From an optimization exercise on the open Yosys and OpenROAD flow, aimed at small area, a short achievable clock period and few clock cycles per item; shortcuts taken in it are not production practice. No functional check of the RTL was part of any run shown here.

<file path="flow/config.mk">
export PLATFORM = sky130hd
export DESIGN_NAME = aes256_line
export DESIGN_NICKNAME = aes256_line
export VERILOG_FILES = /design/flow/design.v
export SDC_FILE = /design/flow/constraint.sdc
export NUM_CORES = 4
export LEC_CHECK = 0
export ABC_CLOCK_PERIOD_IN_PS = 2800
export CAP_MARGIN = 20
export CORE_MARGIN = 2
export CORE_UTILIZATION = 45
export CTS_CLUSTER_DIAMETER = 120
export CTS_CLUSTER_SIZE = 26
export PLACE_DENSITY = 0.7
export SETUP_SLACK_MARGIN = 4.7
export SLEW_MARGIN = 20
</file>
<file path="flow/constraint.sdc">
create_clock -name core_clock -period 7.5 [get_ports {clk}]
set_input_delay 1.5000 -clock core_clock [delete_from_list [all_inputs] [get_ports {clk}]]
set_output_delay 1.5000 -clock core_clock [all_outputs]
set_load 0.01 [all_outputs]
</file>
<file path="flow/design.v">
module aes_sbox_q1 (
    input  wire [7:0]  a,
    output wire [11:0] m
);
    function [3:0] gf16_mul(input [3:0] p, input [3:0] q);
        reg [6:0] t;
        begin
            t = ({3'b0, p} & {7{q[0]}}) ^ ({2'b0, p, 1'b0} & {7{q[1]}}) ^
                ({1'b0, p, 2'b0} & {7{q[2]}}) ^ ({p, 3'b0} & {7{q[3]}});
            if (t[6]) t = t ^ 7'b1001100;
            if (t[5]) t = t ^ 7'b0100110;
            if (t[4]) t = t ^ 7'b0010011;
            gf16_mul = t[3:0];
        end
    endfunction
    wire [7:0] c;
    assign c[0] = a[0] ^ a[5] ^ a[7];
    assign c[1] = a[2];
    assign c[2] = a[2] ^ a[3] ^ a[4] ^ a[5] ^ a[6] ^ a[7];
    assign c[3] = a[3] ^ a[4];
    assign c[4] = a[4] ^ a[5] ^ a[6];
    assign c[5] = a[1] ^ a[4] ^ a[6] ^ a[7];
    assign c[6] = a[2] ^ a[3] ^ a[5] ^ a[7];
    assign c[7] = a[5] ^ a[7];
    wire [3:0] ah = c[7:4];
    wire [3:0] al = c[3:0];
    wire [3:0] d  = gf16_mul(gf16_mul(ah, ah), 4'd8) ^ gf16_mul(ah, al) ^ gf16_mul(al, al);
    assign m = {ah, ah ^ al, d};
endmodule
module aes_sbox_q2 (
    input  wire [11:0] m,
    output wire [7:0]  z
);
    function [3:0] gf16_mul(input [3:0] p, input [3:0] q);
        reg [6:0] t;
        begin
            t = ({3'b0, p} & {7{q[0]}}) ^ ({2'b0, p, 1'b0} & {7{q[1]}}) ^
                ({1'b0, p, 2'b0} & {7{q[2]}}) ^ ({p, 3'b0} & {7{q[3]}});
            if (t[6]) t = t ^ 7'b1001100;
            if (t[5]) t = t ^ 7'b0100110;
            if (t[4]) t = t ^ 7'b0010011;
            gf16_mul = t[3:0];
        end
    endfunction
    function [3:0] gf16_inv(input [3:0] p);
        begin
            gf16_inv[0] = p[0] ^ p[1] ^ p[2] ^ (p[0] & p[2]) ^ (p[1] & p[2]) ^
                          (p[0] & p[1] & p[2]) ^ p[3] ^ (p[1] & p[2] & p[3]);
            gf16_inv[1] = (p[0] & p[1]) ^ (p[0] & p[2]) ^ (p[1] & p[2]) ^ p[3] ^
                          (p[1] & p[3]) ^ (p[0] & p[1] & p[3]);
            gf16_inv[2] = (p[0] & p[1]) ^ p[2] ^ (p[0] & p[2]) ^ p[3] ^
                          (p[0] & p[3]) ^ (p[0] & p[2] & p[3]);
            gf16_inv[3] = p[1] ^ p[2] ^ p[3] ^ (p[0] & p[3]) ^ (p[1] & p[3]) ^
                          (p[2] & p[3]) ^ (p[1] & p[2] & p[3]);
        end
    endfunction
    wire [3:0] di = gf16_inv(m[3:0]);
    assign z = {gf16_mul(m[11:8], di), gf16_mul(m[7:4], di)};
endmodule
module aes_sbox_q3 (
    input  wire [7:0] z,
    output wire [7:0] y
);
    assign y[0] = z[0] ^ z[2] ^ z[6] ^ 1'b1;
    assign y[1] = z[0] ^ z[1] ^ z[2] ^ z[3] ^ z[4] ^ z[5] ^ 1'b1;
    assign y[2] = z[0] ^ z[3] ^ z[5] ^ z[6];
    assign y[3] = z[0] ^ z[2] ^ z[5];
    assign y[4] = z[0] ^ z[1] ^ z[3] ^ z[4] ^ z[5];
    assign y[5] = z[1] ^ z[2] ^ z[3] ^ z[5] ^ z[6] ^ z[7] ^ 1'b1;
    assign y[6] = z[4] ^ z[6] ^ z[7] ^ 1'b1;
    assign y[7] = z[1] ^ z[2];
endmodule
module aes256_line (
    input  wire         clk,
    input  wire         rst,         
    input  wire         in_valid,
    output wire         in_ready,
    input  wire [255:0] in_key,
    input  wire [127:0] in_data,
    output reg          out_valid,
    input  wire         out_ready,
    output wire [127:0] out_data
);
    reg         a_valid, b_valid, c_valid;
    reg         a_park,  b_park,  c_park;    
    reg [1:0]   a_tag,   b_tag,   c_tag;     
    reg [3:0]   a_round, b_round, c_round;   
    reg [255:0] a_kwin,  b_kwin,  c_kwin;    
    reg [127:0] a_state;
    reg [191:0] b_m;         
    reg [47:0]  b_km;        
    reg [127:0] c_z;         
    reg [31:0]  c_kz;        
    reg [1:0]   head;        
    reg [1:0]   tail;        
    reg [127:0] out_reg;
    assign out_data = out_reg;
    wire finish   = !c_park && (c_round == 4'd14);
    wire done     = c_valid && (finish || c_park);
    wire oldest   = (c_tag == head);
    wire out_free = !out_valid || out_ready;
    wire c_go     = done && oldest && out_free;
    reg  in_ready_r;
    assign in_ready = in_ready_r;
    wire load     = in_valid && in_ready;
    wire [1:0] head_next      = c_go ? head + 2'd1 : head;
    wire       out_valid_next = c_go || (out_valid && !out_ready);
    genvar g;
    wire [191:0] m1;
    wire [47:0]  km1;
    generate
        for (g = 0; g < 16; g = g + 1) begin : g_q1
            aes_sbox_q1 u_q1 (.a(a_state[127-8*g -: 8]), .m(m1[191-12*g -: 12]));
        end
        for (g = 0; g < 4; g = g + 1) begin : g_kq1
            aes_sbox_q1 u_q1 (.a(a_kwin[31-8*g -: 8]), .m(km1[47-12*g -: 12]));
        end
    endgenerate
    wire [127:0] z2;
    wire [31:0]  kz2;
    generate
        for (g = 0; g < 16; g = g + 1) begin : g_q2
            aes_sbox_q2 u_q2 (.m(b_m[191-12*g -: 12]), .z(z2[127-8*g -: 8]));
        end
        for (g = 0; g < 4; g = g + 1) begin : g_kq2
            aes_sbox_q2 u_q2 (.m(b_km[47-12*g -: 12]), .z(kz2[31-8*g -: 8]));
        end
    endgenerate
    wire [127:0] sub_bytes;
    wire [31:0]  sub_word;   
    generate
        for (g = 0; g < 16; g = g + 1) begin : g_q3
            aes_sbox_q3 u_q3 (.z(c_z[127-8*g -: 8]), .y(sub_bytes[127-8*g -: 8]));
        end
        for (g = 0; g < 4; g = g + 1) begin : g_kq3
            aes_sbox_q3 u_q3 (.z(c_kz[31-8*g -: 8]), .y(sub_word[31-8*g -: 8]));
        end
    endgenerate
    wire [127:0] shift_rows;
    generate
        for (g = 0; g < 16; g = g + 1) begin : g_sr
            localparam integer R = g % 4;
            localparam integer C = g / 4;
            localparam integer SRC = 4 * ((C + R) % 4) + R;
            assign shift_rows[127-8*g -: 8] = sub_bytes[127-8*SRC -: 8];
        end
    endgenerate
    function [7:0] xtime(input [7:0] b);
        xtime = {b[6:0], 1'b0} ^ (b[7] ? 8'h1b : 8'h00);
    endfunction
    function [31:0] mix_column(input [31:0] col);
        reg [7:0] a0, a1, a2, a3;
        begin
            a0 = col[31:24]; a1 = col[23:16]; a2 = col[15:8]; a3 = col[7:0];
            mix_column[31:24] = xtime(a0) ^ xtime(a1) ^ a1 ^ a2 ^ a3;
            mix_column[23:16] = a0 ^ xtime(a1) ^ xtime(a2) ^ a2 ^ a3;
            mix_column[15:8]  = a0 ^ a1 ^ xtime(a2) ^ xtime(a3) ^ a3;
            mix_column[7:0]   = xtime(a0) ^ a0 ^ a1 ^ a2 ^ xtime(a3);
        end
    endfunction
    wire [127:0] mix_columns = {mix_column(shift_rows[127:96]), mix_column(shift_rows[95:64]),
                                mix_column(shift_rows[63:32]),  mix_column(shift_rows[31:0])};
    wire [127:0] round_key = c_kwin[127:0];
    wire [127:0] round_out = mix_columns ^ round_key;    
    wire [127:0] final_out = shift_rows ^ round_key;     
    reg [7:0] rcon;
    always @(*) begin
        case (c_round[3:1])
            3'd0: rcon = 8'h01;
            3'd1: rcon = 8'h02;
            3'd2: rcon = 8'h04;
            3'd3: rcon = 8'h08;
            3'd4: rcon = 8'h10;
            3'd5: rcon = 8'h20;
            default: rcon = 8'h40;
        endcase
    end
    wire [31:0] temp = c_round[0] ? {sub_word[23:16] ^ rcon, sub_word[15:0], sub_word[31:24]}
                                  : sub_word;
    wire [31:0] p0 = c_kwin[255:224];
    wire [31:0] p1 = p0 ^ c_kwin[223:192];
    wire [31:0] p2 = p1 ^ c_kwin[191:160];
    wire [31:0] p3 = p2 ^ c_kwin[159:128];
    wire [127:0] next_words = {p0 ^ temp, p1 ^ temp, p2 ^ temp, p3 ^ temp};
    always @(posedge clk) begin
        if (rst) begin
            a_valid   <= 1'b0;
            b_valid   <= 1'b0;
            c_valid   <= 1'b0;
            out_valid <= 1'b0;
            head      <= 2'd0;
            tail      <= 2'd0;
            in_ready_r <= 1'b1;
        end else begin
            in_ready_r <= !load && (!b_valid || ((b_park || b_round == 4'd14) &&
                                                 b_tag == head_next && !out_valid_next));
            b_valid <= a_valid;
            c_valid <= b_valid;
            a_valid <= load || (c_valid && !c_go);
            if (load)
                tail <= tail + 2'd1;
            head      <= head_next;
            out_valid <= out_valid_next;
        end
    end
    always @(posedge clk) begin
        b_park  <= a_park;
        b_tag   <= a_tag;
        b_round <= a_round;
        b_kwin  <= a_kwin;
        b_m     <= m1;
        b_km    <= km1;
        c_park  <= b_park;
        c_tag   <= b_tag;
        c_round <= b_round;
        c_kwin  <= b_kwin;
        c_z     <= z2;
        c_kz    <= kz2;
        if (in_ready_r) begin
            a_park  <= 1'b0;
            a_tag   <= tail;
            a_round <= 4'd1;
            a_state <= in_data ^ in_key[255:128];
            a_kwin  <= in_key;
        end else begin
            a_park  <= c_park || finish;
            a_tag   <= c_tag;
            a_round <= c_round + 4'd1;
            a_state <= round_out;
            a_kwin  <= {c_kwin[127:0], c_park ? c_kwin[127:0] : finish ? final_out : next_words};
        end
        if (c_go)
            out_reg <= c_park ? c_kwin[127:0] : final_out;
    end
endmodule
</file>
<file path="flow/flow/run.sh">
#!/bin/bash
# Own flow: the standard layout (standard.sh) with two changes:
#  - Yosys's ABC technology mapping uses flow/abc_area.script, an area-oriented
#    script, in place of ORFS's speed script; everything else in synthesis
#    (register mapping, flattening, renaming) is the standard synthesis;
#  - the port buffers that placement inserts on every input and output are
#    buf_2 cells rather than the delay cell buffer_ports picks by default.
# The make output goes to orfs_make.log; ORFS keeps each tool's log in orfs/logs.
set -euo pipefail
W=$(pwd)
sed "s#^source \$::env(SCRIPTS_DIR)/synth.tcl#source $W/my_synth_core.tcl#" synth_recipe.tcl > my_synth.tcl
grep -q my_synth_core.tcl my_synth.tcl
sed 's#^  log_cmd abc {\*}\$abc_args#  set abc_args [lreplace $abc_args 1 1 $::env(MY_ABC_SCRIPT)]\n  log_cmd abc {*}$abc_args#' \
    "$FLOW_HOME/scripts/synth.tcl" > my_synth_core.tcl
grep -q MY_ABC_SCRIPT my_synth_core.tcl
sed -E "s#SYNTH_SCRIPT=[^ ]+#SYNTH_SCRIPT=$W/my_synth.tcl BUFFER_PORTS_ARGS='-buffer_cell sky130_fd_sc_hd__buf_2'#" standard.sh > my_standard.sh
grep -q "SYNTH_SCRIPT=$W/my_synth.tcl" my_standard.sh
export MY_ABC_SCRIPT=$W/flow/abc_area.script
bash my_standard.sh > orfs_make.log 2>&1
</file>
<file path="flow/flow/abc_area.script">
strash
&get -n
&fraig -x
&put
dc2
strash
&get -n
&dch -f
&nf -R 1000
&put
</file>
<file path="flow/standard.sh">
#!/bin/bash
# synth_recipe.tcl (not shown) runs the flow's synth.tcl, then flattens the netlist and writes it again
# the make line also repeats each setting of config.mk as NAME=value (left out here)
make -C /OpenROAD-flow-scripts/flow DESIGN_CONFIG=/design/flow/config.mk WORK_HOME=/design/flow/orfs CLKGATE_MAP_FILE= SYNTH_SCRIPT=/design/flow/synth_recipe.tcl "${@:-finish}"
</file>
==> results of run 1 <==
-- per-stage QoR --
step | cell area (µm²) | util, % | setup WS [ns] | hold slack [ns]
6_report | 78330 | 52.92 | 4.594 | 0.3131
5_1_grt | 78330 | 52.92 | 4.555 | 0.3278
4_1_cts | 76560 | 51.72 | 4.550 | 0.3176
3_5_place_dp | 72590 | 49.04 | 3.383 | 0.3121
3_3_place_gp | 72590 | 49.04 | 3.492 | 0.3098
2_1_floorplan | 67280 | - | 0.8765 | 0.3096
-- area by class of cell --
cell class                      instances  area [µm²]  share of cell area [%]
Antenna cell                            4       10.01                 0.01278
Timing Repair Buffer                  658        3872                   4.944
Inverter                              151       595.6                  0.7603
Tap cell                             1930        2415                   3.083
Sequential cell                      1454       30470                   38.89
Clock inverter                         10       157.7                  0.2013
Multi-Input combinational cell       4936       39060                   49.86
Timing Repair inverter                  1       16.27                 0.02076
Clock buffer                           91        1745                   2.228
-- cell usage in the layout, fill, tap and decap left out, types with 20 or more instances in the layout --
cell type     n
clkbuf_1     25
nand2_1    1009
a21oi_1     136
buf_2       515
mux2_1      131
mux2i_1      37
a222oi_1     22
nor2b_1      24
xor2_1      767
xnor2_1    1643
clkbuf_16    67
or3_1        20
buf_4       122
a22oi_1      88
xnor2_2     153
edfxtp_1    128
clkinv_1    139
o21ai_0     265
ha_1        122
dfxtp_1    1283
nand2b_1     64
dfxtp_2      34
fa_1         20
xor2_4       29
xor2_2      102
nor2_1      178
-- repair_timing --
action | 4_1_cts | 5_1_grt
cloned | 2 | 2
resized for setup | 236 | 199
setup endpoints to repair | 395 | 337
setup buffers | 51 | 53
pin swaps | 43 | 62
endpoints found under the hold margin | 0 | 0
-- routing by layer --
layer | track usage (%) | up-vias | wire [µm]
met4 | 13.40 | 12 | 11620
met1 | 36.57 | 22780 | 90420
met5 | 0 | - | 77
met3 | 3.099 | 372 | 14820
li1 | - | 22240 | -
met2 | 41.64 | 1890 | 93300
-- cell families after synthesis --
| kind of cell | Yosys count | share of synthesized area (%) |
|---|---|---|
| compound gates | 580 | 4.935 |
| xor+xnor | 2710 | 35.39 |
| fa+ha+maj | 142 | 2.868 |
| flops | 1454 | 45.23 |
| simple gates | 1333 | 7.961 |
| buf+inv | 151 | 0.8436 |
| mux | 170 | 2.777 |
-- final timing paths --
path | end | slack [ns] | cells after the start
setup / recovery | out_data[33] | 4.59 | 1
hold / removal | b_kwin[182]$_DFF_P_ | 0.31 | 0
setup reg to reg | a_kwin[52]$_DFF_P_ | 4.61 | 10
hold reg to reg | b_kwin[182]$_DFF_P_ | 0.31 | 0
==> results by group, run 1 <==
Run status
  – Outcome: complete, no violations

Routing
  – DRT Pass-1 Iters: 6
  – Drt wl/cell: around 23 µm
  – WL final: 210200 µm
  – DRT iter0 DRCs: 4236
  – Vias/cell: about 5
  – Post-route ant nets: 0
  – Post-route DRC: 0
  – Via count: roughly 47000

Run
  – Max_cap viols: 0

Critical path
  – Critical Path Max Stage Delay: 0.51 ns
  – Critical Path RT: 6.00 ns
  – WS Path Type: reg2out
  – WP buf/inv: 1
  – Crit end category: primary output
  – Critical Path Start: out_reg[33]$_DFFE_PP_
  – Delay-heaviest family, CP: flip-flops
  – CP Max Fanout: 1
  – Worst endpoint data arrival time: 1.41 ns
  – R2R Path Start: c_kz[8]$_DFF_P_
  – Slowest CP cell: edfxtp_1
  – Critical Path Start Type: register
  – CP cell instances: buf_2

Logic synthesis
  – Leading area contributor after synthesis: dfxtp_1
  – Synth top area share: 39.51%
  – Post-synth ARST share: 0%
  – Post-Syn Area: 67190 µm²
  – Commonest cells post-synth: xnor2_1, dfxtp_1, nand2_1, xor2_1, o21ai_0
  – #FFs+latches synth: 1454
  – Post-synthesis net count: 7070
  – Main synth FF type: dfxtp_1
  – Top cells by area, synth: dfxtp_1, xnor2_1, xor2_1
  – Sequential-to-total area share from yosys stat: 45.23%
  – Synth cell types: 33
  – Avg Cell Area, Syn: a little over 10 µm²
  – EDFF count, synth: 128
  – Cells after synthesis: 6540
  – Yosys warns: 3
  – Most common cell in the netlist: xnor2_1

Global route
  – Gr usage total: roughly a quarter
  – Grt ovf: 0
  – Largest net degree at the start of global routing: 138
  – Initial antenna violation count: 27
  – Vias in the first global route: 45780
  – First-pass GRT wire length: roughly 300000 µm

Floorplanning
  – # rows: 141
  – Io pins: 518
  – Die X: 390.4 µm
  – Die area: 152400 µm²
  – Initial core utilization: 45.39%
  – Placeable Area: around 150000 µm²
  – Die Y-Extent: about 390 µm

Clock tree
  – Skew-Pair Late Insertion Delay: ~0.72 ns
  – Clock transition at path regs: around 0.10 ns
  – Root buffer selected by CTS: clkbuf_16
  – Num CTS Buffers: 66
  – TritonCTS clock tree: yes
  – Hold_buf cts: 0
  – H-tree depth: 3
  – Clock sinks: roughly 1500
  – Clk buf depth: 3

Timing
  – Skew final: about 0.039 ns
  – # setup viols final: 0
  – Rel. slew slack: 32.63%
  – Achievable Freq: around 340 MHz
  – Period utilisation layout: 38.74%
  – Total Neg Setup Slack: 0 ns
  – Final hold vios: 0
  – Minimum clock period: 2.906 ns
  – Slew Limit Fails: 0
  – Least-Margin Pin Slew: 1.003 ns
  – RSZ-0062 raised after global routing: true

Placed design
  – GP Congestion: 0.9641
  – Number of port buffers: approximately 520
  – Dpl hpwl: 162000 µm
  – DP Cell Count: about 9000

Min path
  – Worst hold path class: reg2reg
  – Hold Startpoint: a_kwin[182]$_DFF_P_

Layout
  – Fillers: about 13000
  – Share of post-route cells with drive strength above 1: between 15 and 20%
  – Final Net Count: approximately 7800
  – Area Overhead vs Synth: 16.59%
  – Largest regs: a_kwin (256), b_kwin (256), c_kwin (256)
  – Non-Filler Instances: 9235
==> run 2, diff against run 1 <==
--- a/flow/config.mk
+++ b/flow/config.mk
@@ -14,3 +14,4 @@
 export PLACE_DENSITY = 0.7
 export SETUP_SLACK_MARGIN = 4.7
 export SLEW_MARGIN = 20
+export TNS_END_PERCENT = 30
==> results by group, run 2 <==
Run status
  – Outcome: complete, no violations

Routing
  – Drt wl/cell: 22.65 µm
  – DRT iter0 DRCs: 3730
  – Vias/cell: 5.069
  – DRT Pass-1 Iters: 5
  – Post-route DRC: 0
  – Post-route ant nets: 0
  – Via count: 46740
  – WL final: 208900 µm

Timing
  – Minimum clock period: 3.012 ns
  – Total Neg Setup Slack: 0 ns
  – Period utilisation layout: 40.16%
  – RSZ-0062 raised after global routing: true
  – Achievable Freq: 332.0 MHz
  – Final hold vios: 0
  – # setup viols final: 0
  – Skew final: between 0.04 and 0.05 ns
  – Rel. slew slack: 26.39%
  – Slew Limit Fails: 0
  – Least-Margin Pin Slew: 1.096 ns

Clock tree
  – Root buffer selected by CTS: clkbuf_16
  – H-tree depth: 3
  – Num CTS Buffers: between 60 and 70
  – TritonCTS clock tree: yes
  – Clock transition at path regs: about 0.11 ns
  – Clk buf depth: 3
  – Skew-Pair Late Insertion Delay: 0.72 ns
  – Clock sinks: 1454

Logic synthesis
  – Largest family of logic cells by synthesized area: XOR/XNOR gates
  – Main synth FF type: dfxtp_1
  – Commonest cells post-synth: xnor2_1, dfxtp_1, nand2_1, xor2_1, o21ai_0
  – Top cells by area, synth: dfxtp_1, xnor2_1, xor2_1
  – Synth top area share: 39.51%
  – Leading area contributor after synthesis: dfxtp_1
  – Simple-Gate Fraction of Synth Area: approximately 8%
  – Post-synthesis net count: just over 7000
  – Avg Cell Area, Syn: 10.27 µm²
  – Post-Syn Area: 67190 µm²
  – Post-synth ARST share: 0%
  – XOR/XNOR Fraction of Synth Area: 35.39%
  – Yosys warns: 3
  – Post-Synth Adder-Cell Area: 2.868%
  – #FFs+latches synth: 1454
  – Synth cell types: 33
  – Sequential-to-total area share from yosys stat: roughly 45%
  – EDFF count, synth: 128
  – Most common cell in the netlist: xnor2_1
  – Compound-Gate Fraction of Synth Area: 4.935%
  – Post-synthesis mux area share: 2.777%
  – Cells after synthesis: 6540

Floorplanning
  – Placeable Area: 148000 µm²
  – Io pins: about 520
  – Die X: 390.4 µm
  – # rows: 141
  – Initial core utilization: 45.39%
  – Die area: roughly 150000 µm²
  – Die Y-Extent: 390.4 µm

Global route
  – Grt ovf: 0
  – Largest net degree at the start of global routing: 126
  – Initial antenna violation count: 17
  – Gr usage total: 26.71%
  – Vias in the first global route: 46130
  – First-pass GRT wire length: roughly 300000 µm

Critical path
  – Slowest CP cell: edfxtp_1
  – Reg2Reg Setup Slack: 4.53 ns
  – Critical Path RT: roughly 6 ns
  – Worst endpoint data arrival time: roughly 1.5 ns
  – Delay-heaviest family, CP: flip-flops
  – WP buf/inv: 1
  – CP cell instances: buf_6
  – R2R Path Start: c_kz[17]$_DFF_P_
  – Critical Path Max Stage Delay: 0.59 ns
  – CP Max Fanout: 1
  – WS Path Type: reg2out
  – R2R cell count: 11
  – Worst flop-to-flop path endpoint: a_kwin[25]$_DFF_P_
  – Critical Path Start Type: register
  – Crit end category: primary output

Layout
  – Leading cell type in the layout, fill and taps excluded: xnor2_1
  – Share of post-route cells with drive strength above 1: 13.69%
  – Largest regs: a_kwin (256), b_kwin (256), c_kwin (256)
  – Area Overhead vs Synth: 15.47%
  – Most frequent cells in the layout: xnor2_1, dfxtp_1, nand2_1
  – Final Net Count: between 7000 and 8000

Run
  – Max_cap viols: 0

Min path
  – Worst Hold Depth: 0
  – Worst hold path class: reg2reg
  – Hold Path End: b_kwin[132]$_DFF_P_
  – Hold Startpoint: a_kwin[132]$_DFF_P_

Placed design
  – Dpl hpwl: around 160000 µm
  – Number of port buffers: 517
  – GP Congestion: approximately 0.95
==> run 2: final cells by class <==
type	count	area, µm²
clock inverters	6	78.83
well taps	1930	2415
diodes	3	7.507
clock buffers	95	1846
repair buffers	646	3819
fillers	13160	70440
inverters	151	581.8
multi-input cells	4936	38390
flip-flops and latches	1454	30450
==> run 2: timing repair <==
item	in CTS	in global routing
setup buffers	40	49
pin swaps	27	45
gates cloned	3	0
setup endpoints to repair	412	341
hold buffers	0	0
resized for setup	161	170
==> run 2: how the worst max path moves through the flow <==
| stage | start | to | slack (ns) | depth (start not counted) |
|---|---|---|---|---|
| detailed placement | c_round[0]$_DFF_P_ | a_kwin[61]$_DFF_P_ | 3.34 | 10 |
| global placement | c_round[0]$_DFF_P_ | a_kwin[56]$_DFF_P_ | 3.43 | 10 |
| finish | out_reg[34]$_DFFE_PP_ | out_data[34] | 4.49 | 1 |
| global route | a_state[115]$_DFF_P_ | b_m[169]$_DFF_P_ | 4.38 | 12 |
| floorplan | out_ready | in_ready_r$_SDFF_PP1_ | 0.88 | 7 |
| CTS | a_state[99]$_DFF_P_ | b_m[145]$_DFF_P_ | 4.40 | 12 |
==> run 2: cells by family (layout without fill, tap and decap cells) <==
logic type / Yosys count / in the layout
xor gates and xnor gates: 2710 / 2710
DFF: 1454 / 1454
and+or+nand+nor: 1333 / 1334
AOI/OAI and AO/OA: 580 / 580
muxes: 170 / 170
buffers and inverters: 151 / 898
adders and majority gates: 142 / 142
other: 0 / 3
==> run 2: through the flow <==
step / cells / utilization [%] / area (µm²) / hold slack [ns] / setup slack, ns
after floorplan: 6540 / - / 67230 / 0.3096 / 0.8765
after global placement: 9025 / 49.01 / 72540 / 0.3097 / 3.434
after detailed placement: 9025 / 49.01 / 72550 / 0.3121 / 3.345
after CTS: 9169 / 51.43 / 76120 / 0.3020 / 4.400
after global routing: 9219 / 52.41 / 77580 / 0.3112 / 4.381
final: 9221 / 52.41 / 77580 / 0.2980 / 4.488
==> run 2: per-layer routing <==
metal	global-route usage [%]	share of wire [%]	vias to the layer above	wire length [µm]
met5	0	0.0057	-	12
met1	35.53	43	22470	89240
li1	-	-	22240	-
met4	15.05	6.3	2	13160
met3	3.713	6.4	410	13390
met2	41.69	45	1619	93060
==> run 3, diff against run 2 <==
--- a/flow/config.mk
+++ b/flow/config.mk
@@ -12,6 +12,5 @@
 export CTS_CLUSTER_DIAMETER = 120
 export CTS_CLUSTER_SIZE = 26
 export PLACE_DENSITY = 0.7
-export SETUP_SLACK_MARGIN = 4.7
+export SETUP_SLACK_MARGIN = 4.62
 export SLEW_MARGIN = 20
-export TNS_END_PERCENT = 30
==> results by group, run 3 <==
Layout
  – Non-Filler Instances: 9211
  – Leading cell type in the layout, fill and taps excluded: xnor2_1
  – Final Net Count: 7763
  – Final non-filler cell area: 77430 µm²
  – Most frequent cells in the layout: xnor2_1, dfxtp_1, nand2_1
  – Share of post-route cells with drive strength above 1: 13.74%
  – Area Overhead vs Synth: 15.24%
  – Largest regs: a_kwin (256), b_kwin (256), c_kwin (256)

Logic synthesis
  – Main synth FF type: dfxtp_1
  – Synth cell types: 33
  – Top cells by area, synth: dfxtp_1, xnor2_1, xor2_1
  – EDFF count, synth: 128
  – Cells after synthesis: ~6500
  – XOR/XNOR Fraction of Synth Area: 35.39%
  – Commonest cells post-synth: xnor2_1, dfxtp_1, nand2_1, xor2_1, o21ai_0
  – #FFs+latches synth: 1454
  – Most common cell in the netlist: xnor2_1
  – Largest family of logic cells by synthesized area: XOR/XNOR gates
  – Sequential-to-total area share from yosys stat: 45.23%
  – Post-synth ARST share: 0%
  – Post-Syn Area: 67190 µm²
  – Leading area contributor after synthesis: dfxtp_1
  – Avg Cell Area, Syn: 10.27 µm²
  – Simple-Gate Fraction of Synth Area: 7.961%
  – Post-synthesis net count: 7070
  – Synth top area share: 39.51%
  – Yosys warns: 3
  – Post-Synth Adder-Cell Area: roughly 2.9%
  – Post-synthesis mux area share: 2.777%
  – Compound-Gate Fraction of Synth Area: 4.935%

Global route
  – First-pass GRT wire length: 300400 µm
  – Initial antenna violation count: 21
  – Largest net degree at the start of global routing: between 150 and 200
  – Gr usage total: 26.68%
  – Grt ovf: 0
  – Vias in the first global route: 45950

Timing
  – RSZ-0062 raised after global routing: true
  – Minimum clock period: 2.984 ns
  – Hold slack: around 0.31 ns
  – Skew final: approximately 0.041 ns
  – Total Neg Setup Slack: 0 ns
  – # setup viols final: 0
  – Rel. slew slack: 24.21%
  – Final hold vios: 0
  – Least-Margin Pin Slew: 1.137 ns
  – Achievable Freq: 335.1 MHz
  – Slew Limit Fails: 0
  – Period utilisation layout: 39.79%

Routing
  – Via count: 46850
  – Vias/cell: 5.086
  – DRT Pass-1 Iters: 5
  – DRT iter0 DRCs: 4063
  – Drt wl/cell: 22.68 µm
  – Post-route ant nets: 0
  – WL final: 208900 µm
  – Post-route DRC: 0

Critical path
  – CP Max Fanout: 1
  – CP cell instances: buf_2
  – Critical Path Max Stage Delay: roughly 0.56 ns
  – Crit end category: primary output
  – WS Path Type: reg2out
  – Critical Path RT: 6.00 ns
  – Critical Path Start Type: register
  – WP buf/inv: 1
  – Slowest CP cell: edfxtp_1
  – Delay-heaviest family, CP: flip-flops
  – Worst endpoint data arrival time: 1.48 ns

Floorplanning
  – # rows: 141
  – Placeable Area: 148000 µm²
  – Die Y-Extent: 390.4 µm
  – Die area: approximately 150000 µm²
  – Die X: 390.4 µm
  – Initial core utilization: between 40% and 50%
  – Io pins: between 500 and 600

Placed design
  – Dpl hpwl: 162000 µm
  – Number of port buffers: 517
  – DP Cell Count: approximately 9000
  – GP Congestion: 0.9619
  – Placement Cell Area: 72580 µm²

Clock tree
  – Skew-Pair Late Insertion Delay: 0.72 ns
  – Clock transition at path regs: 0.10 ns
  – H-tree depth: 3
  – Num CTS Buffers: between 60 and 70
  – TritonCTS clock tree: yes
  – Clk buf depth: 3
  – Root buffer selected by CTS: clkbuf_16
  – Clock sinks: roughly 1500

Run
  – Max_cap viols: 0

Run status
  – Outcome: complete, no violations

Min path
  – Worst hold path class: reg2reg
run 3: cell families (layout without fill, tap and decap cells):
| family | Yosys count | in the layout |
|---|---|---|
| xor gates and xnor gates | 2710 | 2710 |
| DFF | 1454 | 1454 |
| and+or+nand+nor | 1333 | 1334 |
| AOI/OAI and AO/OA | 580 | 580 |
| muxes | 170 | 170 |
| buffers and inverters | 151 | 883 |
| adders and majority gates | 142 | 142 |
| other | 0 | 8 |
run 3: path summary, 6_finish.rpt:
check | start | endpoint | cells after the start | slack (ns)
setup / recovery | out_reg[51]$_DFFE_PP_ | out_data[51] | 1 | 4.52
hold reg to reg | a_kwin[102]$_DFF_P_ | b_kwin[102]$_DFF_P_ | 0 | 0.31
setup reg to reg | c_z[46]$_DFF_P_ | a_state[115]$_DFF_P_ | 7 | 4.57
hold / removal | a_kwin[102]$_DFF_P_ | b_kwin[102]$_DFF_P_ | 0 | 0.31
run 3: cell type report:
cell class                 instances  area [µm²]
antenna                            8       20.02
clock buffer                      99        1828
clock inverter                     9       101.3
fill                           12990       70590
inverter                         151       599.3
multi-input combinational       4936       38480
sequential                      1454       30440
tap                             1930        2415
timing repair buffer             623        3535
timing repair inverter             1       16.27
run 3: stage by stage:
stage | worst slack [ns] | utilization, %
6_report | 4.516 | 52.31
3_3_place_gp | 3.324 | 49.04
5_1_grt | 4.438 | 52.30
3_5_place_dp | 3.304 | 49.04
4_1_cts | 4.497 | 51.39
2_1_floorplan | 0.8765 | -
run 3: routing by layer:
metal / share of wire, % / global-route usage (%) / up-vias / wire [µm]
li1: - / - / 22200 / -
met1: 44 / 36.75 / 22510 / 90970
met2: 44 / 41.27 / 1794 / 91940
met3: 7.2 / 3.459 / 341 / 14980
met4: 5.2 / 13.01 / 8 / 10940
met5: 0.022 / 0 / - / 45
run 3: what timing repair did:
| action | in CTS | in global routing |
|---|---|---|
| setup buffers | 29 | 38 |
| setup endpoints to repair | 344 | 161 |
| cloned | 3 | 0 |
| hold buffers | 0 | 0 |
| pin swaps | 24 | 40 |
| resized for setup | 176 | 156 |
==> run 4, diff against run 3 <==
==> flow/config.mk (replaced) <==
export PLATFORM = sky130hd
export DESIGN_NAME = aes256_line
export DESIGN_NICKNAME = aes256_line
export VERILOG_FILES = /design/flow/design.v
export SDC_FILE = /design/flow/constraint.sdc
export NUM_CORES = 4
export LEC_CHECK = 0
export ABC_CLOCK_PERIOD_IN_PS = 2750
export CAP_MARGIN = 20
export CORE_MARGIN = 2
export CORE_UTILIZATION = 55
export CTS_CLUSTER_DIAMETER = 120
export CTS_CLUSTER_SIZE = 28
export PLACE_DENSITY = 0.8
export SETUP_SLACK_MARGIN = 4.75
export SLEW_MARGIN = 20
==> results by group, run 4 <==
Run status
  – Outcome: complete, no violations

Global route
  – Vias in the first global route: approximately 47000
  – First-pass GRT wire length: 295500 µm
  – Gr usage total: 31.53%
  – Grt ovf: 0
  – Initial antenna violation count: 22
  – Largest net degree at the start of global routing: 170

Critical path
  – CP Max Fanout: 1
  – CP cell instances: buf_6
  – Critical Path Max Stage Delay: 0.51 ns
  – Delay-heaviest family, CP: flip-flops
  – Critical Path Start Type: register
  – Crit end category: primary output
  – Critical Path RT: 6.00 ns
  – Worst endpoint data arrival time: 1.42 ns
  – WP buf/inv: 1
  – WS Path Type: reg2out
  – Slowest CP cell: edfxtp_1

Timing
  – Minimum clock period: 2.920 ns
  – RSZ-0062 raised after global routing: true
  – Setup slack after layout: 4.580 ns
  – Slew Limit Fails: 0
  – # setup viols final: 0
  – Hold slack: 0.3081 ns
  – Rel. slew slack: 17.74%
  – Period utilisation layout: between 30 and 40%
  – Final hold vios: 0
  – Skew final: 0.04939 ns
  – Total Neg Setup Slack: 0 ns
  – Achievable Freq: roughly 340 MHz
  – Least-Margin Pin Slew: 1.225 ns

Clock tree
  – Clk buf depth: 3
  – H-tree depth: 2
  – Clock transition at path regs: 0.11 ns
  – Skew-Pair Late Insertion Delay: 0.74 ns
  – Num CTS Buffers: 57
  – TritonCTS clock tree: yes
  – Clock sinks: 1454
  – Hold_buf cts: 0
  – Root buffer selected by CTS: clkbuf_16

Logic synthesis
  – Synth top area share: 39.51%
  – Top cells by area, synth: dfxtp_1, xnor2_1, xor2_1
  – Post-synth ARST share: 0%
  – Most common cell in the netlist: xnor2_1
  – #FFs+latches synth: 1454
  – Synth cell types: 33
  – Leading area contributor after synthesis: dfxtp_1
  – Main synth FF type: dfxtp_1
  – Avg Cell Area, Syn: 10.27 µm²
  – EDFF count, synth: 128
  – Post-synthesis net count: 7070
  – Cells after synthesis: 6540
  – Commonest cells post-synth: xnor2_1, dfxtp_1, nand2_1, xor2_1, o21ai_0
  – Post-Syn Area: between 60000 and 70000 µm²
  – Yosys warns: 3
  – Sequential-to-total area share from yosys stat: between 40% and 50%

Min path
  – Worst hold path class: reg2reg

Routing
  – WL final: 205200 µm
  – Via count: around 48000
  – Post-route DRC: 0
  – Vias/cell: 5.370
  – DRT Pass-1 Iters: 6
  – Post-route ant nets: 0
  – DRT iter0 DRCs: 4450
  – Drt wl/cell: 23.00 µm

Placed design
  – Dpl hpwl: 158300 µm
  – Number of port buffers: 517
  – Setup Slack @ Placement: roughly 3.7 ns
  – GP Congestion: 0.9895

Layout
  – Most frequent cells in the layout: xnor2_1, dfxtp_1, nand2_1
  – Area occupied by multi-input gates: 39240 µm²
  – Fillers: 9399
  – Share of post-route cells with drive strength above 1: 15.54%
  – Leading cell type in the layout, fill and taps excluded: xnor2_1
  – Final Net Count: roughly 7800
  – Sequential cell area: 30480 µm²
  – Area Overhead vs Synth: 15.85%
  – Largest regs: a_kwin (256), b_kwin (256), c_kwin (256)

Floorplanning
  – Die X: 353.5 µm
  – Placeable Area: 121600 µm²
  – # rows: about 130
  – Initial core utilization: between 50% and 60%
  – Die area: between 100000 and 150000 µm²
  – Die Y-Extent: ~350 µm
  – Io pins: 518

Run
  – Max_cap viols: 0
run 4: metal layers:
layer / GRT usage (%) / up-vias / share of wire (%)
li1: - / 22170 / -
met1: 41.31 / 23020 / 40
met2: 49.82 / 2201 / 45
met3: 4.665 / 509 / 8.5
met4: 18.14 / 16 / 6.7
met5: 0 / - / 0.049
run 4: repair_timing:
action,CTS,global route
cloned,1,0
endpoints found under the setup margin,499,448
buffers inserted,52,54
gates resized for setup,239,238
pin swaps,48,64
run 4: cell families (layout without fill, tap and decap cells):
logic type | after synthesis | in the layout | synth area share (%)
flip-flops | 1454 | 1454 | 45.23
other | 0 | 5 | 0
adder cells (fa/ha/maj) | 142 | 142 | 2.868
AO/OA/AOI/OAI | 580 | 580 | 4.935
multiplexers | 170 | 170 | 2.777
AND/OR/NAND/NOR | 1333 | 1333 | 7.961
XOR/XNOR | 2710 | 2710 | 35.39
buffers and inverters | 151 | 902 | 0.8436
run 4: worst paths after layout:
kind / from / end / slack (ns) / cells after the start
min: b_kwin[239]$_DFF_P_ / c_kwin[239]$_DFF_P_ / 0.31 / 0
max: out_reg[34]$_DFFE_PP_ / out_data[34] / 4.58 / 1
min reg2reg: b_kwin[239]$_DFF_P_ / c_kwin[239]$_DFF_P_ / 0.31 / 0
max reg2reg: c_kz[13]$_DFF_P_ / a_kwin[42]$_DFF_P_ / 4.74 / 11
run 4: metrics by stage:
step / instance area [µm²] / cells / util (%)
after floorplan: 67290 / 6540 / -
after global placement: 72220 / 8719 / 59.42
after detailed placement: 72220 / 8719 / 59.42
after CTS: 75910 / 8862 / 62.44
after global routing: 77830 / 8917 / 64.03
final: 77840 / 8921 / 64.04
run 4: final cells by class:
type	count	share of cell area, %
diodes	5	0.01607
well taps	1625	2.612
clock buffers	88	2.009
repair buffers	660	4.952
repair inverters	1	0.03858
flip-flops and latches	1454	39.15
inverters	151	0.7683
clock inverters	2	0.04661
multi-input cells	4935	50.41
run 4: worst reg2reg max path, stage by stage (launching register included):
cell	delay, ns
dfxtp_4	0.39
xor2_4	0.20
xnor2_2	0.29
xor2_2	0.16
mux2i_2	0.27
xnor2_2	0.15
buf_4	0.17
xor2_2	0.25
xnor2_1	0.11
buf_4	0.20
a222oi_1	0.36
clkinv_1	0.10
==> run 5, diff against run 4 <==
--- a/flow/design.v
+++ b/flow/design.v
@@ -86,7 +86,7 @@
     reg [1:0]   a_tag,   b_tag,   c_tag;     
     reg [3:0]   a_round, b_round, c_round;   
     reg [255:0] a_kwin,  b_kwin,  c_kwin;    
-    reg [127:0] a_state;
+    reg [127:0] a_state;     
     reg [191:0] b_m;         
     reg [47:0]  b_km;        
     reg [127:0] c_z;         
@@ -106,14 +106,16 @@
     wire [1:0] head_next      = c_go ? head + 2'd1 : head;
     wire       out_valid_next = c_go || (out_valid && !out_ready);
     genvar g;
+    wire [127:0] ark = a_state ^ a_kwin[255:128];
+    wire [31:0]  kw  = a_kwin[31:0];
     wire [191:0] m1;
     wire [47:0]  km1;
     generate
         for (g = 0; g < 16; g = g + 1) begin : g_q1
-            aes_sbox_q1 u_q1 (.a(a_state[127-8*g -: 8]), .m(m1[191-12*g -: 12]));
+            aes_sbox_q1 u_q1 (.a(ark[127-8*g -: 8]), .m(m1[191-12*g -: 12]));
         end
         for (g = 0; g < 4; g = g + 1) begin : g_kq1
-            aes_sbox_q1 u_q1 (.a(a_kwin[31-8*g -: 8]), .m(km1[47-12*g -: 12]));
+            aes_sbox_q1 u_q1 (.a(kw[31-8*g -: 8]), .m(km1[47-12*g -: 12]));
         end
     endgenerate
     wire [127:0] z2;
@@ -160,9 +162,8 @@
     endfunction
     wire [127:0] mix_columns = {mix_column(shift_rows[127:96]), mix_column(shift_rows[95:64]),
                                 mix_column(shift_rows[63:32]),  mix_column(shift_rows[31:0])};
-    wire [127:0] round_key = c_kwin[127:0];
-    wire [127:0] round_out = mix_columns ^ round_key;    
-    wire [127:0] final_out = shift_rows ^ round_key;     
+    wire [127:0] round_out = mix_columns;
+    wire [127:0] final_out = shift_rows ^ c_kwin[127:0];     
     reg [7:0] rcon;
     always @(*) begin
         case (c_round[3:1])
@@ -220,7 +221,7 @@
             a_park  <= 1'b0;
             a_tag   <= tail;
             a_round <= 4'd1;
-            a_state <= in_data ^ in_key[255:128];
+            a_state <= in_data;      
             a_kwin  <= in_key;
         end else begin
             a_park  <= c_park || finish;
==> flow/config.mk (replaced) <==
export PLATFORM = sky130hd
export DESIGN_NAME = aes256_line
export DESIGN_NICKNAME = aes256_line
export VERILOG_FILES = /design/flow/design.v
export SDC_FILE = /design/flow/constraint.sdc
export NUM_CORES = 4
export LEC_CHECK = 0
export ABC_CLOCK_PERIOD_IN_PS = 2800
export CAP_MARGIN = 20
export CORE_MARGIN = 2
export CORE_UTILIZATION = 45
export CTS_CLUSTER_DIAMETER = 120
export CTS_CLUSTER_SIZE = 26
export PLACE_DENSITY = 0.7
export SETUP_SLACK_MARGIN = 4.7
export SLEW_MARGIN = 20
==> results by group, run 5 <==
Layout
  – Share of post-route cells with drive strength above 1: 18.11%
  – Layout Utilization: 54.46%
  – Area Overhead vs Synth: 20.19%
  – Most frequent cells in the layout: xnor2_1, dfxtp_1, nand2_1
  – Leading cell type in the layout, fill and taps excluded: xnor2_1
  – Fillers: 12400
  – Final Net Count: 7660
  – Largest regs: a_kwin (256), b_kwin (256), c_kwin (256)

Run status
  – Outcome: complete, no violations

Global route
  – Gr usage total: 26.50%
  – Vias in the first global route: 45070
  – Largest net degree at the start of global routing: 127
  – Grt ovf: 0
  – First-pass GRT wire length: a little under 300000 µm
  – Initial antenna violation count: 18

Logic synthesis
  – Leading area contributor after synthesis: dfxtp_1
  – Post-synth ARST share: 0%
  – Compound-Gate Fraction of Synth Area: 4.296%
  – EDFF count, synth: 128
  – Synth cell types: 33
  – Top cells by area, synth: dfxtp_1, xnor2_1, xor2_1
  – Post-Syn Area: 65960 µm²
  – Post-synthesis net count: 6886
  – Largest family of logic cells by synthesized area: XOR/XNOR gates
  – Post-Synth Adder-Cell Area: under 10%
  – XOR/XNOR Fraction of Synth Area: 34.44%
  – Commonest cells post-synth: xnor2_1, dfxtp_1, nand2_1, xor2_1, o21ai_0
  – Sequential-to-total area share from yosys stat: 46.07%
  – Main synth FF type: dfxtp_1
  – Simple-Gate Fraction of Synth Area: 7.902%
  – Synth top area share: 40.24%
  – Post-synthesis mux area share: under 10%
  – #FFs+latches synth: 1454
  – Yosys warns: 3
  – Most common cell in the netlist: xnor2_1
  – Cells after synthesis: 6356
  – Avg Cell Area, Syn: 10.38 µm²

Critical path
  – Critical Path Start Type: register
  – Crit end category: primary output
  – Critical Path Start: out_reg[42]$_DFFE_PP_
  – Critical Path RT: about 6.0 ns
  – Slowest CP cell: edfxtp_1
  – WP buf/inv: 1
  – CP Max Fanout: 1
  – Critical Path Max Stage Delay: 0.55 ns
  – WS Path Type: reg2out
  – Worst endpoint data arrival time: 1.46 ns
  – Delay-heaviest family, CP: flip-flops
  – R2R Path Start: c_z[107]$_DFF_P_
  – CP cell instances: buf_2

Timing
  – Total Neg Setup Slack: 0 ns
  – # setup viols final: 0
  – Least-Margin Pin Slew: 1.098 ns
  – Slew Limit Fails: 0
  – Rel. slew slack: 26.26%
  – Minimum clock period: 2.958 ns
  – RSZ-0062 raised after global routing: true
  – Skew final: 0.04748 ns
  – Period utilisation layout: between 30% and 40%
  – Achievable Freq: 338.0 MHz
  – Final hold vios: 0

Routing
  – DRT iter0 DRCs: 3971
  – Post-route ant nets: 0
  – WL final: 205400 µm
  – DRT Pass-1 Iters: 8
  – Post-route DRC: 0
  – Via count: about 46000
  – Vias/cell: 5.053
  – Drt wl/cell: 22.59 µm

Floorplanning
  – # rows: 140
  – Die area: 149700 µm²
  – Die Y-Extent: 386.9 µm
  – Placeable Area: 145600 µm²
  – Initial core utilization: between 40% and 50%
  – Die X: 386.9 µm
  – Io pins: 518

Clock tree
  – Clock sinks: 1454
  – Clk buf depth: 3
  – H-tree depth: 3
  – Skew-Pair Late Insertion Delay: 0.73 ns
  – TritonCTS clock tree: yes
  – Hold_buf cts: 0
  – Clock transition at path regs: 0.10 ns
  – Num CTS Buffers: 67
  – Root buffer selected by CTS: clkbuf_16

Run
  – Max_cap viols: 0

Min path
  – Hold Startpoint: b_kwin[213]$_DFF_P_
  – Worst hold path class: reg2reg

Placed design
  – GP Congestion: 0.9410
  – Number of port buffers: just over 500
  – Dpl hpwl: 157400 µm
[run 5: cell count changes in the layout (fill, tap and decap cells not counted), sizes merged, moves of 6 or more]
cell	previous run	this run
xnor2	1809	1797
nor2	178	214
xor2	898	797
buf	660	703
nand2	1010	950
clkinv	143	175
a21o	6	0
o21ai	277	244
o211ai	17	5
a21oi	152	97
mux2	131	161
clkbuf	88	99
[run 5: path summary, 6_finish.rpt]
path | endpoint | slack (ns) | cells after the start
max reg2reg | a_kwin[41]$_DFF_P_ | 4.73 | 7
min | c_kwin[213]$_DFF_P_ | 0.31 | 0
max | out_data[42] | 4.54 | 1
min reg2reg | c_kwin[213]$_DFF_P_ | 0.31 | 0
[run 5: per-stage QoR]
stage          instance area [µm²]  hold WS (ns)  std cells  setup WS [ns]
5_1_grt                      79260        0.2975       9084          4.537
3_3_place_gp                 71460        0.3099       8834          3.517
6_report                     79280        0.3055       9093          4.542
3_5_place_dp                 71470        0.3121       8834          3.339
2_1_floorplan                66130        0.3096       6356         0.8765
4_1_cts                      77070        0.2962       9022          4.524
[run 5: layer usage]
layer	track usage, %	part of all wire (%)
met5	0	0.032
met4	11.94	4.9
met3	3.226	7.1
met2	42.10	45
met1	36.14	43
[run 5: cell type report]
| cell class | instances | area, µm² | area share [%] |
|---|---|---|---|
| timing repair inverter | 1 | 30.03 | 0.03788 |
| sequential | 1454 | 30480 | 38.45 |
| clock inverter | 8 | 142.6 | 0.1799 |
| tap | 1917 | 2399 | 3.025 |
| antenna | 9 | 22.52 | 0.02841 |
| inverter | 178 | 711.9 | 0.8980 |
| multi-input combinational | 4724 | 39430 | 49.73 |
| clock buffer | 98 | 1814 | 2.288 |
| timing repair buffer | 704 | 4254 | 5.366 |
[run 5: kinds of logic after synthesis]
kind of cell,after synthesis
xor gates and xnor gates,2594
DFF,1454
and+or+nand+nor,1302
AOI/OAI and AO/OA,485
muxes,201
buffers and inverters,178
adders and majority gates,142
[run 5: repair_timing]
| item | in CTS | in global routing |
|---|---|---|
| resized for setup | 392 | 247 |
| endpoints found under the setup margin | 416 | 297 |
| setup buffers | 81 | 60 |
| pin swaps | 83 | 91 |
| cloned | 1 | 1 |
==> run 6, diff against run 5 <==
--- a/flow/config.mk
+++ b/flow/config.mk
@@ -12,5 +12,5 @@
 export CTS_CLUSTER_DIAMETER = 120
 export CTS_CLUSTER_SIZE = 26
 export PLACE_DENSITY = 0.7
-export SETUP_SLACK_MARGIN = 4.7
+export SETUP_SLACK_MARGIN = 4.6
 export SLEW_MARGIN = 20
==> results by group, run 6 <==
Run status
  – Outcome: complete, no violations

Global route
  – Vias in the first global route: between 40000 and 50000
  – Met2 Use GR: 42.02%
  – M3 GR Usage: 3.385%
  – Initial antenna violation count: 11
  – First-pass GRT wire length: 295300 µm
  – Grt ovf: 0
  – GRT met1 Usage: roughly 36%
  – Most used routing layer in global routing: met2
  – Largest net degree at the start of global routing: about 170
  – Gr usage total: 26.57%

Logic synthesis
  – Commonest cells post-synth: xnor2_1, dfxtp_1, nand2_1, xor2_1, o21ai_0
  – Main synth FF type: dfxtp_1
  – Leading area contributor after synthesis: dfxtp_1
  – Cells after synthesis: about 6400
  – Synth cell types: 33
  – Synth top area share: 40.24%
  – Yosys warns: 3
  – Most common cell in the netlist: xnor2_1
  – EDFF count, synth: 128
  – Top cells by area, synth: dfxtp_1, xnor2_1, xor2_1
  – Sequential-to-total area share from yosys stat: between 40 and 50%
  – Avg Cell Area, Syn: 10.38 µm²
  – Post-synthesis net count: 6886
  – Post-synth ARST share: 0%
  – Post-Syn Area: between 60000 and 70000 µm²
  – #FFs+latches synth: 1454

Clock tree
  – TritonCTS clock tree: yes
  – Skew-Pair Late Insertion Delay: approximately 0.73 ns
  – Clock transition at path regs: 0.11 ns
  – Num CTS Buffers: 67
  – Clk buf depth: 3
  – Root buffer selected by CTS: clkbuf_16
  – Hold_buf cts: 0
  – H-tree depth: 3
  – Clock sinks: 1454

Layout
  – Most frequent cells in the layout: xnor2_1, dfxtp_1, nand2_1
  – Area Overhead vs Synth: 18.57%
  – Leading cell type in the layout, fill and taps excluded: xnor2_1
  – Area occupied by multi-input gates: roughly 39000 µm²
  – Final Net Count: between 7000 and 8000
  – Fillers: roughly 13000
  – Sequential cell area: 30440 µm²
  – Share of post-route cells with drive strength above 1: 16.51%
  – Largest regs: a_kwin (256), b_kwin (256), c_kwin (256)

Routing
  – Vias/cell: slightly above 5
  – Post-route ant nets: 0
  – Via count: 45830
  – WL final: ~210000 µm
  – Drt wl/cell: 22.66 µm
  – DRT iter0 DRCs: roughly 3600
  – DRT Pass-1 Iters: 5
  – Post-route DRC: 0

Floorplanning
  – Placeable Area: 145600 µm²
  – Initial core utilization: 45.32%
  – Die Y-Extent: just under 400 µm
  – # rows: 140
  – Io pins: 518
  – Die area: about 150000 µm²
  – Die X: 386.9 µm

Critical path
  – Delay-heaviest family, CP: flip-flops
  – Worst endpoint data arrival time: around 1.5 ns
  – Critical Path Max Stage Delay: 0.55 ns
  – Slowest CP cell: edfxtp_1
  – WS Path Type: reg2out
  – Critical Path Start: out_reg[42]$_DFFE_PP_
  – Critical Path RT: 6.00 ns
  – Worst flop-to-flop path endpoint: a_kwin[7]$_DFF_P_
  – Reg2Reg Setup Slack: 4.60 ns
  – R2R Path Start: c_round[0]$_DFF_P_
  – CP Max Fanout: 1
  – Levels on crit path: 1
  – Crit end category: primary output
  – R2R cell count: 9
  – WP buf/inv: 1
  – Worst Setup EP: out_data[42]
  – Critical Path Start Type: register
  – CP cell instances: buf_2

Timing
  – # setup viols final: 0
  – Final hold vios: 0
  – Slew Limit Fails: 0
  – RSZ-0062 raised after global routing: true
  – Total Neg Setup Slack: 0 ns
  – Skew final: 0.04292 ns
  – Achievable Freq: 336.8 MHz
  – Minimum clock period: 2.969 ns
  – Least-Margin Pin Slew: 1.195 ns
  – Period utilisation layout: 39.58%
  – Rel. slew slack: 20.37%

Placed design
  – GP Congestion: 0.9276
  – Dpl hpwl: 157000 µm
  – Number of port buffers: between 500 and 600

Run
  – Max_cap viols: 0

Min path
  – Worst hold path class: reg2reg
  – Hold Startpoint: a_kwin[56]$_DFF_P_
run 6: cell counts after synthesis:
No cell type changed its count.
run 6: repair_timing:
item	in CTS	in global routing
pin swaps	41	63
gates cloned	2	1
buffers inserted	45	64
endpoints found under the setup margin	350	179
resized for setup	298	225
run 6: kinds of logic after synthesis:
group,after synthesis,share of synthesized area (%)
fa+ha+maj,142,2.921
xor+xnor,2594,34.44
mux,201,3.355
buf+inv,178,1.013
compound gates,485,4.296
flops,1454,46.07
simple gates,1302,7.902
run 6: worst min path at each step:
stage	depth (start not counted)	endpoint
4_1_cts	0	c_kwin[102]$_DFF_P_
6_report	0	b_kwin[56]$_DFF_P_
3_3_place_gp	0	c_kwin[98]$_DFF_P_
2_1_floorplan	0	b_kwin[100]$_DFF_P_
3_5_place_dp	0	c_kwin[133]$_DFF_P_
5_1_grt	0	b_kwin[56]$_DFF_P_
run 6: layout make-up:
type,count,area share [%]
multi-input combinational,4725,49.57
tap,1917,3.067
timing repair buffer,666,4.995
inverter,178,0.8991
clock buffer,96,2.337
sequential,1454,38.92
clock inverter,9,0.1584
timing repair inverter,1,0.03840
antenna,3,0.009599
run 6: worst reg2reg max path, cell delays in order, from the launching register on:
cell and delay, ns:
dfxtp_1 0.37, buf_12 0.24, clkinv_4 0.23, mux2i_2 0.48, xor2_4 0.36, xor2_1 0.46
xnor2_1 0.17, buf_4 0.21, xnor2_1 0.14, o21ai_0 0.08
run 6: metrics by stage:
| step | instances | utilization (%) | cell area [µm²] | hold slack (ns) | setup WS [ns] |
|---|---|---|---|---|---|
| CTS | 8981 | 52.26 | 76070 | 0.3196 | 4.518 |
| floorplan | 6356 | - | 66090 | 0.3096 | 0.8765 |
| detailed placement | 8829 | 49.05 | 71400 | 0.3121 | 3.389 |
| finish | 9049 | 53.73 | 78210 | 0.3156 | 4.531 |
| global route | 9046 | 53.72 | 78200 | 0.3223 | 4.405 |
| global placement | 8829 | 49.04 | 71390 | 0.3099 | 3.514 |
run 6: metal layers:
| layer | vias to the layer above | share of wire [%] | wire (µm) |
|---|---|---|---|
| met4 | 2 | 5.4 | 11000 |
| met5 | - | 0.0049 | 10 |
| met3 | 313 | 6.7 | 13810 |
| met1 | 22310 | 43 | 87730 |
| met2 | 1598 | 45 | 92530 |
| li1 | 21610 | - | - |
==> run 7, diff against run 6 <==
--- a/flow/config.mk
+++ b/flow/config.mk
@@ -8,9 +8,9 @@
 export ABC_CLOCK_PERIOD_IN_PS = 2800
 export CAP_MARGIN = 20
 export CORE_MARGIN = 2
-export CORE_UTILIZATION = 45
+export CORE_UTILIZATION = 50
 export CTS_CLUSTER_DIAMETER = 120
 export CTS_CLUSTER_SIZE = 26
-export PLACE_DENSITY = 0.7
-export SETUP_SLACK_MARGIN = 4.6
+export PLACE_DENSITY = 0.75
+export SETUP_SLACK_MARGIN = 4.65
 export SLEW_MARGIN = 20
==> results by group, run 7 <==
Floorplanning
  – Die Y-Extent: 367.2 µm
  – Placeable Area: 131100 µm²
  – Die area: 134800 µm²
  – Initial core utilization: between 50% and 60%
  – # rows: 133
  – Io pins: between 500 and 600
  – Die X: about 370 µm

Timing
  – Rel. slew slack: between 10% and 20%
  – # setup viols final: 0
  – Period utilisation layout: roughly 40%
  – Minimum clock period: 2.956 ns
  – Total Neg Setup Slack: 0 ns
  – Final hold vios: 0
  – Slew Limit Fails: 0
  – Setup slack after layout: approximately 4.5 ns
  – Least-Margin Pin Slew: 1.231 ns
  – Achievable Freq: 338.3 MHz
  – Skew final: 0.04849 ns
  – RSZ-0062 raised after global routing: true

Run
  – Max_cap viols: 0

Logic synthesis
  – Post-synthesis mux area share: under 10%
  – Avg Cell Area, Syn: a little over 10 µm²
  – Compound-Gate Fraction of Synth Area: 4.296%
  – Synth cell types: 33
  – Yosys warns: 3
  – XOR/XNOR Fraction of Synth Area: 34.44%
  – Largest family of logic cells by synthesized area: XOR/XNOR gates
  – Post-synthesis net count: 6886
  – Synth top area share: ~40%
  – Simple-Gate Fraction of Synth Area: 7.902%
  – Post-Synth Adder-Cell Area: 2.921%
  – Leading area contributor after synthesis: dfxtp_1
  – Top cells by area, synth: dfxtp_1, xnor2_1, xor2_1
  – EDFF count, synth: 128
  – Most common cell in the netlist: xnor2_1
  – #FFs+latches synth: 1454
  – Cells after synthesis: 6356
  – Main synth FF type: dfxtp_1
  – Sequential-to-total area share from yosys stat: 46.07%
  – Post-synth ARST share: 0%
  – Post-Syn Area: 65960 µm²
  – Commonest cells post-synth: xnor2_1, dfxtp_1, nand2_1, xor2_1, o21ai_0

Routing
  – Drt wl/cell: approximately 22 µm
  – Vias/cell: between 5 and 6
  – DRT Pass-1 Iters: 6
  – Post-route ant nets: 0
  – WL final: 199300 µm
  – DRT iter0 DRCs: 4175
  – Post-route DRC: 0
  – Via count: 45850

Clock tree
  – Clock transition at path regs: 0.11 ns
  – Root buffer selected by CTS: clkbuf_16
  – H-tree depth: 3
  – Num CTS Buffers: between 60 and 70
  – Skew-Pair Late Insertion Delay: ~0.70 ns
  – Clock sinks: 1454
  – Clk buf depth: 3
  – TritonCTS clock tree: yes

Min path
  – Worst hold path class: reg2reg

Global route
  – Largest net degree at the start of global routing: 187
  – First-pass GRT wire length: around 290000 µm
  – Initial antenna violation count: 12
  – Gr usage total: 28.50%
  – Grt ovf: 0
  – Vias in the first global route: 44600

Layout
  – Largest regs: a_kwin (256), b_kwin (256), c_kwin (256)
  – Area Overhead vs Synth: 18.88%
  – Leading cell type in the layout, fill and taps excluded: xnor2_1
  – Share of post-route cells with drive strength above 1: 17.16%
  – Final non-filler cell area: 78420 µm²
  – Final Net Count: 7635
  – Layout Utilization: 59.80%
  – Most frequent cells in the layout: xnor2_1, dfxtp_1, nand2_1

Critical path
  – Critical Path Start Type: register
  – Slowest CP cell: edfxtp_1
  – Crit end category: primary output
  – WP buf/inv: 1
  – Reg2Reg Setup Slack: about 4.6 ns
  – CP Max Fanout: 1
  – Critical Path Max Stage Delay: 0.55 ns
  – Delay-heaviest family, CP: flip-flops
  – WS Path Type: reg2out
  – Worst endpoint data arrival time: between 1 and 1.5 ns
  – Critical Path RT: around 6 ns
  – CP cell instances: buf_2

Run status
  – Outcome: complete, no violations

Placed design
  – Dpl hpwl: 150300 µm
  – GP Congestion: ~0.94
  – Number of port buffers: 517
  – Setup Slack @ Placement: 3.505 ns
  – Placement Cell Area: approximately 71000 µm²
## run 7: cell counts after synthesis
Identical to the previous run, type by type.
## run 7: kinds of logic (layout without fill, tap and decap cells)
logic type	Yosys count	after routing
adder cells (fa/ha/maj)	142	142
AO/OA/AOI/OAI	485	485
XOR/XNOR	2594	2594
buffers and inverters	178	962
AND/OR/NAND/NOR	1302	1302
other	0	1
flip-flops	1454	1454
multiplexers	201	201
## run 7: timing repair
item                       4_1_cts  5_1_grt
resized for setup              329      236
setup endpoints to repair      263      176
hold buffers                     0        0
cloned                           3        1
buffers inserted                54       77
pin swaps                       54       62
## run 7: area by class of cell
| type | instances | area [µm²] |
|---|---|---|
| fillers | 10700 | 52710 |
| multi-input cells | 4724 | 39000 |
| flip-flops and latches | 1454 | 30460 |
| repair buffers | 680 | 4095 |
| well taps | 1755 | 2196 |
| clock buffers | 100 | 1884 |
| inverters | 178 | 705.7 |
| clock inverters | 3 | 45.04 |
| repair inverters | 1 | 30.03 |
| diodes | 1 | 2.502 |
## run 7: per-layer routing
layer | vias to the layer above | global-route usage (%) | share of wire (%)
met2 | 1704 | 44.18 | 44
li1 | 21630 | - | -
met3 | 320 | 3.999 | 7.4
met5 | - | 0 | 0.0065
met4 | 2 | 14.75 | 5.7
met1 | 22200 | 38.75 | 42
## run 7: path summary, 6_finish.rpt
check	startpoint	to	cells past startpoint
worst max register to register	c_kz[10]$_DFF_P_	a_kwin[11]$_DFF_P_	9
worst min register to register	b_kwin[119]$_DFF_P_	c_kwin[119]$_DFF_P_	0
worst max-delay path	out_reg[74]$_DFFE_PP_	out_data[74]	1
worst min-delay path	b_kwin[119]$_DFF_P_	c_kwin[119]$_DFF_P_	0
## run 7: stage by stage
step / std cells / hold WS, ns
2_1_floorplan: 6356 / 0.3096
3_3_place_gp: 8657 / 0.3098
3_5_place_dp: 8657 / 0.3121
4_1_cts: 8817 / 0.3172
5_1_grt: 8895 / 0.3292
6_report: 8896 / 0.3199

what the ideal ports hide:
The results above use ideal ports. As a check the final layouts listed here were re-extracted and re-timed, cells and wires unchanged.
Step 1, drivers: a clkbuf_16 drives clk and a buf_2 each remaining input, both assumed.
Step 2 times the ports against the registers' clock, not the clock port: input delays grow and output delays shrink by t, the midpoint of the rising clock arrivals with the driver on.
a / b / c = no drivers / after step 1 / after step 2; a / b = the first two.
| run | t, ns | setup slack, ns | worst setup path at the end | latest minus earliest clock arrival (ns) | cell pins on the clock port's net |
|---|---|---|---|---|---|
| run 1 | 0.784 | 4.594 / 4.513 / 4.318 | input to register | 0.046 / 0.046 | 1 |
| run 2 | 0.784 | 4.488 / 4.405 / 4.285 | input to register | 0.043 / 0.043 | 1 |
| run 3 | 0.788 | 4.516 / 4.431 / 4.218 | input to register | 0.042 / 0.041 | 1 |
| run 4 | 0.794 | 4.580 / 4.504 / 4.492 | input to register | 0.050 / 0.051 | 1 |
| run 5 | 0.778 | 4.542 / 4.465 / 4.265 | input to register | 0.051 / 0.051 | 1 |
| run 6 | 0.782 | 4.531 / 4.455 / 4.184 | input to register | 0.047 / 0.047 | 1 |
| run 7 | 0.748 | 4.544 / 4.467 / 4.385 | input to register | 0.054 / 0.054 | 1 |
After both steps every run listed still meets setup and hold. For run 6, which loses most, drivers alone change the setup slack by -0.076 ns; drivers and shift together by -0.347 ns.
